Background: an optimization exercise with open tools, aiming at small area. Do not read the settings as production practice. Where RTL was checked, it was by simulation tests only, not by an equivalence proof against the original.

==> flow/design.v (excerpt) <==
module m_long_unit (
    input  wire        clk,
    input  wire        rst,         
    input  wire        issue,
    input  wire [1:0]  op,
    input  wire [63:0] a,
    input  wire [63:0] b,
    input  wire        dvs_we,      
    input  wire [8:0]  dvs_wdata,
    output wire        ready,
    output reg         done,
    output reg  [63:0] qt,
    output reg  [63:0] rm,
    output reg         rd_we,
    output reg  [63:0] rd_data,
    output wire [8:0]  dvs,
    output reg         fault,
    output reg  [1:0]  fault_cause
);
For scale: ~420 flip-flops, roughly 350 I/O pins.
Settings: LEC_CHECK=0, CAP_MARGIN=20, CORE_MARGIN=2, CORE_UTILIZATION=50, GPL_TIMING_DRIVEN=0, PLACE_DENSITY=0.6, SLEW_MARGIN=20; clock period 16.0 ns.
run.sh (not shown) runs the stock make flow with config.mk's settings and CLKGATE_MAP_FILE= SYNTH_SCRIPT=/design/flow/synth_recipe.tcl, a recipe that flattens the netlist after the stock synthesis.
The baseline finished with negative setup slack left.
==> next run, changes <==
- GPL_TIMING_DRIVEN: 0 -> not set
- This time the run completed without violations
- worst setup slack gains 2.5 ns
- fmax increases by 18%
- global-route usage decreases by 8.6 points
- non-clock buffer count decreases by 222
- cell count decreases by 3.4%
- cell area decreases by 0.81%
- die area stays the same
- sequential cell count stays the same
No run of this note included a check of the RTL's function; only the layout flow was run.


Setup of wip/xenon:
Another version of the RTL of m_long_unit (not shown whole).
Size in the first run: roughly 5400 cells after synthesis, ~350 I/O pins, about 38000 um2 of cells after synthesis.
clock: 16.0 ns
lec_check: 0
abc_area: 1
cap_margin: 20
core_margin: 2
core_utilization: 60
cts_buf_list: sky130_fd_sc_hd__clkbuf_8
cts_cluster_size: 30
place_density: 0.7
slew_margin: 20
standard.sh (not shown) runs the stock make flow with config.mk's settings and CLKGATE_MAP_FILE= SYNTH_SCRIPT=/design/flow/synth_recipe.tcl, a recipe that flattens the netlist after the stock synthesis.
==> flow/flow/run.sh <==
#!/bin/bash
set -euo pipefail
bash standard.sh "BUFFER_PORTS_ARGS=-buffer_cell sky130_fd_sc_hd__buf_1" finish > standard_make.log 2>&1
wip/xenon closes out successfully: all stages finished, all timing, DRC and antenna checks passed.
Edits applied to the flow inputs when going from wip/xenon to wip/harbor:
Settings: clearing CTS_BUF_LIST, which used to be sky130_fd_sc_hd__clkbuf_8; swapping 60 for 65 in CORE_UTILIZATION; swapping 0.7 for 0.75 in PLACE_DENSITY; clearing CTS_CLUSTER_SIZE, which used to be 30.
### Flow results
The final report for wip/harbor shows a completed flow and a layout that fails verification, specifically slew limit.
Where floorplan core area is concerned, wip/xenon is outperformed by wip/harbor.
When the final numbers for wip/xenon and wip/harbor were put side by side, the post-placement setup slack turned out to be smaller in wip/harbor.
wip/harbor ends up with higher starting density of the core than wip/xenon does.
Re global-route usage: wip/xenon was lower than wip/harbor.
Against wip/xenon as the reference, wip/harbor delivers a lower clock period minus final worst setup slack.
Comparing count of cells along the worst register-to-register path for wip/xenon and wip/harbor, the smaller number came from wip/xenon.
wip/xenon → wip/harbor: wire length of the first global-routing pass now smaller, final cell area excluding filler cells shrank by 0.71%.
diff inputs: wip/harbor => wip/cedar
Settings: SLEW_MARGIN now 5, was 20; CORE_UTILIZATION now 50, was 65; PLACE_DENSITY now 0.6, was 0.75; CAP_MARGIN now 5, was 20.
## What came out
Post-placement cell area (higher): wip/cedar. Every run in wip/harbor and wip/cedar closed cleanly, with the single exception of wip/harbor. wip/harbor: all stages done; final checks FAILED (slew limit). wip/harbor → wip/cedar: wire length of the first global-routing pass now larger; average instance area after synthesis comparable.
Edits applied to the flow inputs when going from wip/cedar to wip/violet:
Settings: CORE_UTILIZATION: 50 -> 55; CTS_BUF_LIST: unset -> sky130_fd_sc_hd__clkbuf_8; PLACE_DENSITY: 0.6 -> 0.65; SLEW_MARGIN: 5 -> 20; GPL_ROUTABILITY_DRIVEN: unset -> 0; CAP_MARGIN: 5 -> 20; CTS_CLUSTER_SIZE: unset -> 30.
### Flow results
wip/violet vs. wip/cedar: layout overhead on the synthesized area went down by 0.61 points. The global-route usage in wip/violet sits 2.6 points above the value recorded for wip/cedar. Arrival time at the worst endpoint in wip/violet is 0.38 ns higher than in wip/cedar. Status: number of standard cells in the final layout excluding fillers parity (wip/cedar, wip/violet).


Starting RTL as in the previous note.
==> flow/design.v (excerpt) <==
module m_long_unit (
    input  wire        clk,
    input  wire        rst,         
    input  wire        issue,
    input  wire [1:0]  op,
    input  wire [63:0] a,
    input  wire [63:0] b,
    input  wire        dvs_we,      
    input  wire [8:0]  dvs_wdata,
    output wire        ready,
    output reg         done,
    output reg  [63:0] qt,
    output reg  [63:0] rm,
    output reg         rd_we,
    output reg  [63:0] rd_data,
    output wire [8:0]  dvs,
    output reg         fault,
    output reg  [1:0]  fault_cause
);
Settings: LEC_CHECK=0, ABC_AREA=1, CAP_MARGIN=20, CORE_MARGIN=2, CORE_UTILIZATION=45, PLACE_DENSITY=0.55, SLEW_MARGIN=20; clock period 16.0 ns.
Scripts as last shown in full above: flow/flow/run.sh
==> next run, changes <==
Settings changed: CORE_UTILIZATION 45 to 55, CTS_BUF_LIST set to sky130_fd_sc_hd__clkbuf_8, CTS_CLUSTER_SIZE set to 40, PLACE_DENSITY 0.55 to 0.65.
The changed run produced a clean layout.
Clock skew rises by 9.4 ps.
Clock-buffer cell count is higher by 8.
Register-to-register slack gets better by 20 ps.
Non-clock buffer count went down by 41.
Utilization rose by 10 points.
Wire length shrinks by a few percent.
Synthesized cell count does not change.
Worst setup slack improves by 21 ps.
==> next run, changes <==
Settings changed: CTS_BUF_LIST sky130_fd_sc_hd__clkbuf_8 to sky130_fd_sc_hd__clkbuf_16, CTS_CLUSTER_SIZE 40 to 30.
Final area rose by 0.35%.
Clock skew fell by 9.5 ps.
Die area does not change.
Utilization rose by 0.22 points.

-- separate check: timing with driven ports --
How much do the figures lean on ideal ports? The routed layouts below were timed once more, with nothing changed but the port constraints.
Step 1: set_driving_cell puts a clkbuf_16 on clk and a buf_2 on each other input, an assumption about the parent block.
Step 2, shift: input delay + t, output delay - t, t = (earliest + latest rising clock arrival at the registers) / 2. This alone moves slack from input paths to output paths.
Slacks: ideal / step 1 / step 2; pairs: ideal / step 1.
run	shift t [ns]	slack for setup (ns)	worst hold slack (ns)	worst setup path at the end
the first run of note 1	0.690	-0.248 / -0.248 / -0.537	0.454 / 0.454 / 0.454	input to register
the second run of note 1	0.663	2.227 / 2.227 / 2.041	0.452 / 0.452 / 0.452	input to register
wip/xenon	0.734	0.671 / 0.671 / 0.671	0.482 / 0.482 / 0.482	register to register
wip/harbor	0.658	0.696 / 0.696 / 0.696	0.478 / 0.478 / 0.478	register to register
wip/cedar	0.675	1.268 / 1.268 / 1.268	0.463 / 0.463 / 0.463	register to register
wip/violet	0.741	0.971 / 0.971 / 0.971	0.468 / 0.468 / 0.468	register to register
the first run of note 3	0.674	1.074 / 1.074 / 1.074	0.462 / 0.462 / 0.462	register to register
the second run of note 3	0.730	1.095 / 1.095 / 1.095	0.470 / 0.470 / 0.470	register to register
the third run of note 3	0.663	1.076 / 1.076 / 1.076	0.471 / 0.471 / 0.471	register to register
For the first run of note 1, which loses most, drivers alone change the setup slack by 0.000 ns; drivers and shift together by -0.289 ns.
